From an optimization exercise on the open Yosys and OpenROAD flow, aimed at small area; shortcuts taken in it are not production practice.
In this exercise RTL edits were held to simulation tests only and were not proved equivalent to the original.

==> inputs of yarrow <==
==> flow/design.v (excerpt) <==
module ls_solver (
    input  wire         clk,
    input  wire         rst,             
    input  wire         start,
    input  wire [11:0]  start_first,     
    input  wire [11:0]  start_count,     
    input  wire [15:0]  start_max_run,   
    input  wire         abort,
    input  wire         clear,           
    output wire [11:0]  node_addr,
    input  wire [255:0] nodes,           
    input  wire         win_en,
    input  wire         win_we,
    input  wire [3:0]   win_addr,
    input  wire [7:0]   win_wdata,
    output reg  [7:0]   win_rdata,
    output reg          busy,
    output reg          done,
    output reg          fault,
    output reg          aborted,
    output wire [7:0]   fcode,
    output wire [15:0]  last_clocks,
    output reg  [31:0]  fault_count,
    output reg  [3:0]   err,             
    input  wire [3:0]   err_clr          
);
clock: 12.0 ns
lec_check: 0
abc_area: 1
cap_margin: 20
core_margin: 2
core_utilization: 45
place_density: 0.65
slew_margin: 20
standard.sh (not shown) runs the stock make flow with config.mk's settings and CLKGATE_MAP_FILE= SYNTH_SCRIPT=/design/flow/synth_recipe.tcl, a recipe that flattens the netlist after the stock synthesis.
==> flow/flow/run.sh <==
#!/bin/bash
# Standard layout, except that synthesis maps the logic with an area-only ABC
# script (flow/area.abc) instead of ORFS's abc_area/abc_speed script. Registers,
# flattening and renaming are exactly those of synth_recipe.tcl.
set -euo pipefail
here=$(pwd)
{
  printf 'proc abc {args} {\n'
  printf '  set i [lsearch -exact $args -script]\n'
  printf '  if {$i >= 0} { lset args [expr {$i + 1}] {%s} }\n' "$here/flow/area.abc"
  printf '  yosys abc {*}$args\n'
  printf '}\n'
  cat synth_recipe.tcl
} > own_synth.tcl
bash standard.sh SYNTH_SCRIPT="$here/own_synth.tcl" finish > flow.log 2>&1
==> flow/flow/area.abc <==
strash
dch
map -a
topo
==> amber (differences from yarrow) <==
--- a/flow/design.v
+++ b/flow/design.v
@@ -29,18 +29,18 @@
     localparam OP_OR   = 6'h02;
     localparam OP_XOR  = 6'h03;
     localparam OP_MOV  = 6'h04;
     localparam OP_SET  = 6'h05;
     localparam OP_RST  = 6'h06;
     localparam OP_SR   = 6'h07;
     localparam OP_RS   = 6'h08;
     localparam OP_EDGE = 6'h09;
-    reg  [127:1] bf;
-    wire [127:0] bfv = {bf, 1'b0};
+    reg  [127:1] bf_n;                              
+    wire [127:0] bfv = {~bf_n, 1'b0};
     reg [11:0] cur_addr;      
     reg [11:0] rem;           
     reg        ot;            
     reg [11:0] cnt;           
     reg [11:0] last_q;
     reg [1:0]  fc;            
     assign node_addr   = cur_addr;
     assign last_clocks = {4'h0, last_q};
@@ -136,24 +136,49 @@
     wire       node_fault = |nf;
     wire [1:0] node_fc = nf[0] ? {nf_ad[0], nf_op[0]} :
                          nf[1] ? {nf_ad[1], nf_op[1]} :
                          nf[2] ? {nf_ad[2], nf_op[2]} :
                                  {nf_ad[3], nf_op[3]};
     wire start_bad   = start && (start_count == 12'd0);
     wire start_busy  = start && !start_bad && busy;
     wire start_ok    = start && !start_bad && !busy;
-    wire last        = (rem == 12'd0);
+    wire last        = (rem[11:1] == 11'd0) && (rem[0] == !ot);
     wire end_fault   = busy && (node_fault || (last && ot));
     wire end_done    = busy && !node_fault && last && !ot;
     wire end_abort   = busy && abort && !end_fault && !end_done;
     wire run_ends    = end_fault || end_done || end_abort;
     wire win_busy    = (win_en || clear) && busy;
-    wire        st_ot  = ({4'h0, start_count} > start_max_run);
-    wire [11:0] st_rem = st_ot ? start_max_run[11:0] : start_count - 12'd1;
+    reg         st_ot;
+    reg  [11:0] addr_inc, rem_dec;
+    reg  [31:0] fcnt_inc;
+    reg         cy;
+    integer     j;
+    always @* begin
+        st_ot = 1'b0;                        
+        for (j = 0; j < 16; j = j + 1)
+            st_ot = (j < 12 ? (start_count[j % 12] & ~start_max_run[j]) : 1'b0) |
+                    (~((j < 12 ? start_count[j % 12] : 1'b0) ^ start_max_run[j]) & st_ot);
+        cy = 1'b1;
+        for (j = 0; j < 12; j = j + 1) begin
+            addr_inc[j] = cur_addr[j] ^ cy;
+            cy = cy & cur_addr[j];
+        end
+        cy = 1'b1;
+        for (j = 0; j < 12; j = j + 1) begin
+            rem_dec[j] = rem[j] ^ cy;
+            cy = cy & ~rem[j];
+        end
+        cy = ~&fault_count;                  
+        for (j = 0; j < 32; j = j + 1) begin
+            fcnt_inc[j] = fault_count[j] ^ cy;
+            cy = cy & fault_count[j];
+        end
+    end
+    wire [11:0] st_rem = st_ot ? start_max_run[11:0] : start_count;
     always @(posedge clk) begin
         if (rst) begin
             busy        <= 1'b0;
             done        <= 1'b0;
             fault       <= 1'b0;
             aborted     <= 1'b0;
             fc          <= 2'b00;
             last_q      <= 12'h000;
@@ -171,31 +196,30 @@
                     done    <= end_done;
                     fault   <= end_fault;
                     aborted <= end_abort;
                 end
                 if (end_done)
                     last_q <= cnt;
                 if (end_fault) begin
                     fc <= node_fault ? node_fc : 2'b11;
-                    if (fault_count != 32'hFFFF_FFFF)
-                        fault_count <= fault_count + 32'd1;
+                    fault_count <= fcnt_inc;
                 end
             end
         end
     end
     always @(posedge clk) begin
         if (start_ok) begin
             cur_addr <= start_first;
             rem      <= st_rem;
             ot       <= st_ot;
             cnt      <= start_count;
         end else begin
-            cur_addr <= cur_addr + 12'd1;
-            rem      <= rem - 12'd1;
+            cur_addr <= addr_inc;
+            rem      <= rem_dec;
         end
     end
     wire [6:0] wadr [0:7];
     wire [7:0] wact, wval;
     generate
         for (g = 0; g < 4; g = g + 1) begin : wp
             assign wadr[2*g]     = adr_b[g];
             assign wadr[2*g + 1] = adr_d[g];
@@ -220,37 +244,37 @@
     generate
         for (g = 0; g < 4; g = g + 1) begin : we
             assign wen[2*g]     = busy ? (bwe && act_b[g] && !wsup[2*g]) : iwe;
             assign wen[2*g + 1] = busy ? (bwe && wr_d[g] && !wsup[2*g + 1]) : iwe;
             assign wv[2*g]      = busy ? val_b[g] : win_wdata[g];
             assign wv[2*g + 1]  = busy ? val_d[g] : win_wdata[4 + g];
         end
     endgenerate
-    reg [15:0] hs [0:7];
-    reg [15:0] hc [0:7];
-    reg [7:0]  lo [0:7];
+    reg [15:0] hw [0:7];
+    reg [7:0]  ls [0:7];
+    reg [7:0]  lc [0:7];
     always @* begin
         for (w = 0; w < 8; w = w + 1) begin
-            hs[w] = wen[w] &&  wv[w] ? dec4(wadr[w][6:3]) : 16'h0000;
-            hc[w] = wen[w] && !wv[w] ? dec4(wadr[w][6:3]) : 16'h0000;
-            lo[w] = dec3(wadr[w][2:0]);
+            hw[w] = wen[w] ? dec4(wadr[w][6:3]) : 16'h0000;
+            ls[w] =  wv[w] ? dec3(wadr[w][2:0]) : 8'h00;
+            lc[w] = !wv[w] ? dec3(wadr[w][2:0]) : 8'h00;
         end
     end
     reg [127:1] bset, bclr;
     integer     i;
     always @* begin
         for (i = 1; i < 128; i = i + 1) begin
             bset[i] = 1'b0;
             bclr[i] = 1'b0;
             for (w = 0; w < 8; w = w + 1) begin
-                bset[i] = bset[i] | (hs[w][i >> 3] & lo[w][i & 7]);
-                bclr[i] = bclr[i] | (hc[w][i >> 3] & lo[w][i & 7]);
+                bset[i] = bset[i] | (hw[w][i >> 3] & ls[w][i & 7]);
+                bclr[i] = bclr[i] | (hw[w][i >> 3] & lc[w][i & 7]);
             end
         end
     end
     always @(posedge clk)
-        bf <= bset | (bf & ~bclr & ~{127{clr}});
+        bf_n <= ~(bset | (~bf_n & ~bclr & ~{127{clr}}));
     always @(posedge clk) begin
         if (win_en && !win_we)
             win_rdata <= busy ? 8'h00 : {ra, rb};
     end
 endmodule
==> flow/flow/run.sh (replaced) <==
#!/bin/bash
# Standard layout with two changes:
#  - synthesis maps the logic with an area-only ABC script (flow/area.abc, three rounds of map -a)
#    instead of ORFS's abc_area/abc_speed script; registers, flattening and
#    renaming are exactly those of synth_recipe.tcl;
#  - every input and output port still gets a buffer, but a buf_1.
set -euo pipefail
here=$(pwd)
{
  printf 'proc abc {args} {\n'
  printf '  set i [lsearch -exact $args -script]\n'
  printf '  if {$i >= 0} { lset args [expr {$i + 1}] {%s} }\n' "$here/flow/area.abc"
  printf '  yosys abc {*}$args\n'
  printf '}\n'
  cat synth_recipe.tcl
} > own_synth.tcl
bash standard.sh SYNTH_SCRIPT="$here/own_synth.tcl" \
  BUFFER_PORTS_ARGS="-buffer_cell sky130_fd_sc_hd__buf_1" finish > flow.log 2>&1
==> flow/flow/area.abc (replaced) <==
strash
dch
map -a
topo
strash
dch
map -a
topo
strash
dch
map -a
topo
Settings changed: ABC_AREA 1 to unset, CELL_PAD_IN_SITES_DETAIL_PLACEMENT set to 2, CELL_PAD_IN_SITES_GLOBAL_PLACEMENT set to 4, CORE_UTILIZATION 45 to 20, PLACE_DENSITY 0.65 to 0.35.
==> tundra (differences from yarrow) <==
--- a/flow/design.v
+++ b/flow/design.v
@@ -29,18 +29,18 @@
     localparam OP_OR   = 6'h02;
     localparam OP_XOR  = 6'h03;
     localparam OP_MOV  = 6'h04;
     localparam OP_SET  = 6'h05;
     localparam OP_RST  = 6'h06;
     localparam OP_SR   = 6'h07;
     localparam OP_RS   = 6'h08;
     localparam OP_EDGE = 6'h09;
-    reg  [127:1] bf;
-    wire [127:0] bfv = {bf, 1'b0};
+    reg  [127:1] bf_n;                              
+    wire [127:0] bfv = {~bf_n, 1'b0};
     reg [11:0] cur_addr;      
     reg [11:0] rem;           
     reg        ot;            
     reg [11:0] cnt;           
     reg [11:0] last_q;
     reg [1:0]  fc;            
     assign node_addr   = cur_addr;
     assign last_clocks = {4'h0, last_q};
@@ -136,24 +136,49 @@
     wire       node_fault = |nf;
     wire [1:0] node_fc = nf[0] ? {nf_ad[0], nf_op[0]} :
                          nf[1] ? {nf_ad[1], nf_op[1]} :
                          nf[2] ? {nf_ad[2], nf_op[2]} :
                                  {nf_ad[3], nf_op[3]};
     wire start_bad   = start && (start_count == 12'd0);
     wire start_busy  = start && !start_bad && busy;
     wire start_ok    = start && !start_bad && !busy;
-    wire last        = (rem == 12'd0);
+    wire last        = (rem[11:1] == 11'd0) && (rem[0] == !ot);
     wire end_fault   = busy && (node_fault || (last && ot));
     wire end_done    = busy && !node_fault && last && !ot;
     wire end_abort   = busy && abort && !end_fault && !end_done;
     wire run_ends    = end_fault || end_done || end_abort;
     wire win_busy    = (win_en || clear) && busy;
-    wire        st_ot  = ({4'h0, start_count} > start_max_run);
-    wire [11:0] st_rem = st_ot ? start_max_run[11:0] : start_count - 12'd1;
+    reg         st_ot;
+    reg  [11:0] addr_inc, rem_dec;
+    reg  [31:0] fcnt_inc;
+    reg         cy;
+    integer     j;
+    always @* begin
+        st_ot = 1'b0;                        
+        for (j = 0; j < 16; j = j + 1)
+            st_ot = (j < 12 ? (start_count[j % 12] & ~start_max_run[j]) : 1'b0) |
+                    (~((j < 12 ? start_count[j % 12] : 1'b0) ^ start_max_run[j]) & st_ot);
+        cy = 1'b1;
+        for (j = 0; j < 12; j = j + 1) begin
+            addr_inc[j] = cur_addr[j] ^ cy;
+            cy = cy & cur_addr[j];
+        end
+        cy = 1'b1;
+        for (j = 0; j < 12; j = j + 1) begin
+            rem_dec[j] = rem[j] ^ cy;
+            cy = cy & ~rem[j];
+        end
+        cy = ~&fault_count;                  
+        for (j = 0; j < 32; j = j + 1) begin
+            fcnt_inc[j] = fault_count[j] ^ cy;
+            cy = cy & fault_count[j];
+        end
+    end
+    wire [11:0] st_rem = st_ot ? start_max_run[11:0] : start_count;
     always @(posedge clk) begin
         if (rst) begin
             busy        <= 1'b0;
             done        <= 1'b0;
             fault       <= 1'b0;
             aborted     <= 1'b0;
             fc          <= 2'b00;
             last_q      <= 12'h000;
@@ -171,31 +196,30 @@
                     done    <= end_done;
                     fault   <= end_fault;
                     aborted <= end_abort;
                 end
                 if (end_done)
                     last_q <= cnt;
                 if (end_fault) begin
                     fc <= node_fault ? node_fc : 2'b11;
-                    if (fault_count != 32'hFFFF_FFFF)
-                        fault_count <= fault_count + 32'd1;
+                    fault_count <= fcnt_inc;
                 end
             end
         end
     end
     always @(posedge clk) begin
         if (start_ok) begin
             cur_addr <= start_first;
             rem      <= st_rem;
             ot       <= st_ot;
             cnt      <= start_count;
         end else begin
-            cur_addr <= cur_addr + 12'd1;
-            rem      <= rem - 12'd1;
+            cur_addr <= addr_inc;
+            rem      <= rem_dec;
         end
     end
     wire [6:0] wadr [0:7];
     wire [7:0] wact, wval;
     generate
         for (g = 0; g < 4; g = g + 1) begin : wp
             assign wadr[2*g]     = adr_b[g];
             assign wadr[2*g + 1] = adr_d[g];
@@ -220,37 +244,37 @@
     generate
         for (g = 0; g < 4; g = g + 1) begin : we
             assign wen[2*g]     = busy ? (bwe && act_b[g] && !wsup[2*g]) : iwe;
             assign wen[2*g + 1] = busy ? (bwe && wr_d[g] && !wsup[2*g + 1]) : iwe;
             assign wv[2*g]      = busy ? val_b[g] : win_wdata[g];
             assign wv[2*g + 1]  = busy ? val_d[g] : win_wdata[4 + g];
         end
     endgenerate
-    reg [15:0] hs [0:7];
-    reg [15:0] hc [0:7];
-    reg [7:0]  lo [0:7];
+    reg [15:0] hw [0:7];
+    reg [7:0]  ls [0:7];
+    reg [7:0]  lc [0:7];
     always @* begin
         for (w = 0; w < 8; w = w + 1) begin
-            hs[w] = wen[w] &&  wv[w] ? dec4(wadr[w][6:3]) : 16'h0000;
-            hc[w] = wen[w] && !wv[w] ? dec4(wadr[w][6:3]) : 16'h0000;
-            lo[w] = dec3(wadr[w][2:0]);
+            hw[w] = wen[w] ? dec4(wadr[w][6:3]) : 16'h0000;
+            ls[w] =  wv[w] ? dec3(wadr[w][2:0]) : 8'h00;
+            lc[w] = !wv[w] ? dec3(wadr[w][2:0]) : 8'h00;
         end
     end
     reg [127:1] bset, bclr;
     integer     i;
     always @* begin
         for (i = 1; i < 128; i = i + 1) begin
             bset[i] = 1'b0;
             bclr[i] = 1'b0;
             for (w = 0; w < 8; w = w + 1) begin
-                bset[i] = bset[i] | (hs[w][i >> 3] & lo[w][i & 7]);
-                bclr[i] = bclr[i] | (hc[w][i >> 3] & lo[w][i & 7]);
+                bset[i] = bset[i] | (hw[w][i >> 3] & ls[w][i & 7]);
+                bclr[i] = bclr[i] | (hw[w][i >> 3] & lc[w][i & 7]);
             end
         end
     end
     always @(posedge clk)
-        bf <= bset | (bf & ~bclr & ~{127{clr}});
+        bf_n <= ~(bset | (~bf_n & ~bclr & ~{127{clr}}));
     always @(posedge clk) begin
         if (win_en && !win_we)
             win_rdata <= busy ? 8'h00 : {ra, rb};
     end
 endmodule
==> flow/flow/run.sh (replaced) <==
#!/bin/bash
# Standard layout with two changes:
#  - synthesis maps the logic with an area-only ABC script (flow/area.abc, three rounds of map -a)
#    instead of ORFS's abc_area/abc_speed script; registers, flattening and
#    renaming are exactly those of synth_recipe.tcl;
#  - every input and output port still gets a buffer, but a buf_1.
set -euo pipefail
here=$(pwd)
{
  printf 'proc abc {args} {\n'
  printf '  set i [lsearch -exact $args -script]\n'
  printf '  if {$i >= 0} { lset args [expr {$i + 1}] {%s} }\n' "$here/flow/area.abc"
  printf '  yosys abc {*}$args\n'
  printf '}\n'
  cat synth_recipe.tcl
} > own_synth.tcl
bash standard.sh SYNTH_SCRIPT="$here/own_synth.tcl" \
  BUFFER_PORTS_ARGS="-buffer_cell sky130_fd_sc_hd__buf_1" finish > flow.log 2>&1
==> flow/flow/area.abc (replaced) <==
strash
dch
map -a
topo
strash
dch
map -a
topo
strash
dch
map -a
topo
Settings changed: ABC_AREA 1 to unset, CAP_MARGIN 20 to 25, CELL_PAD_IN_SITES_DETAIL_PLACEMENT set to 2, CELL_PAD_IN_SITES_GLOBAL_PLACEMENT set to 4, CORE_UTILIZATION 45 to 20, CTS_BUF_LIST set to sky130_fd_sc_hd__clkbuf_8, GPL_TIMING_DRIVEN set to 0, PLACE_DENSITY 0.65 to 0.35, SETUP_SLACK_MARGIN set to 0.7, SLEW_MARGIN 20 to 25.
==> impl_metrics.json <==
{
  "synth_area_sq_um": 29100,
  "grt_first_pass_wirelength_um": 480000,
  "grt.total_usage_pct": 47.4,
  "synthCells": 4530,
  "synth_compound_area_share_pct": 51.7,
  "status": "finished clean",
  "place_area_sq_um": 34700,
  "grt_max_degree": 67,
  "cts_root_buf": "clkbuf_8",
  "row_count": 140
}
The numbers above come from tundra.

==> impl_metrics.json <==
{
  "row_count": 140,
  "slew_viol_final": 1,
  "grt_max_degree": 53,
  "max_cap_viol_count": 1,
  "grt.total_usage_pct": 50.7,
  "synth_area_sq_um": 29100,
  "so_faults": "max-capacitance violations, max-slew violations",
  "cts_root_buf": "clkbuf_16",
  "status": "finished with violations",
  "synthCells": 4530
}
The numbers above come from amber.

==> impl_metrics.json <==
{
  "grt.total_usage_pct": 86.3,
  "synth_area_sq_um": 31000,
  "stop_error": "[ERROR GRT-0116] Global routing finished with congestion. Check the congestion regions in the DRC Viewer.",
  "synth_compound_area_share_pct": 48.5,
  "cts_root_buf": "clkbuf_16",
  "haltStage": "5_1_grt",
  "status": "aborted with a tool error"
}
The numbers above come from yarrow.

-- what the ideal ports hide --
No port has a modelled driver above. Below, the same layouts with a new extraction and two added sets of constraints. Step 1 (the two cells are an assumption about what drives the block):
set clk [get_ports {clk}]
set_driving_cell -lib_cell sky130_fd_sc_hd__clkbuf_16 $clk
set_driving_cell -lib_cell sky130_fd_sc_hd__buf_2 [delete_from_list [all_inputs] $clk]
Step 2 moves the port delays by t, midway between the first and last clock arrival at a register: inputs arrive t later, outputs are due t later. That takes back most of the time a late clock gives input paths. Three values: ideal ports, drivers, drivers and shift; two values: the first two.
run | t (ns) | slack for setup (ns) | worst setup path at the end | latest minus earliest clock arrival (ns) | cell pins on the clock port's net
amber | 0.734 | 1.279 / 1.339 / 0.605 | input to register | 0.072 / 0.073 | 1
tundra | 0.921 | 0.427 / 0.481 / -0.440 | input to register | 0.119 / 0.120 | 1
With both steps, setup timing fails in tundra, where it was met with ideal ports. For tundra, which loses most, drivers alone change the setup slack by +0.054 ns; drivers and shift together by -0.867 ns.
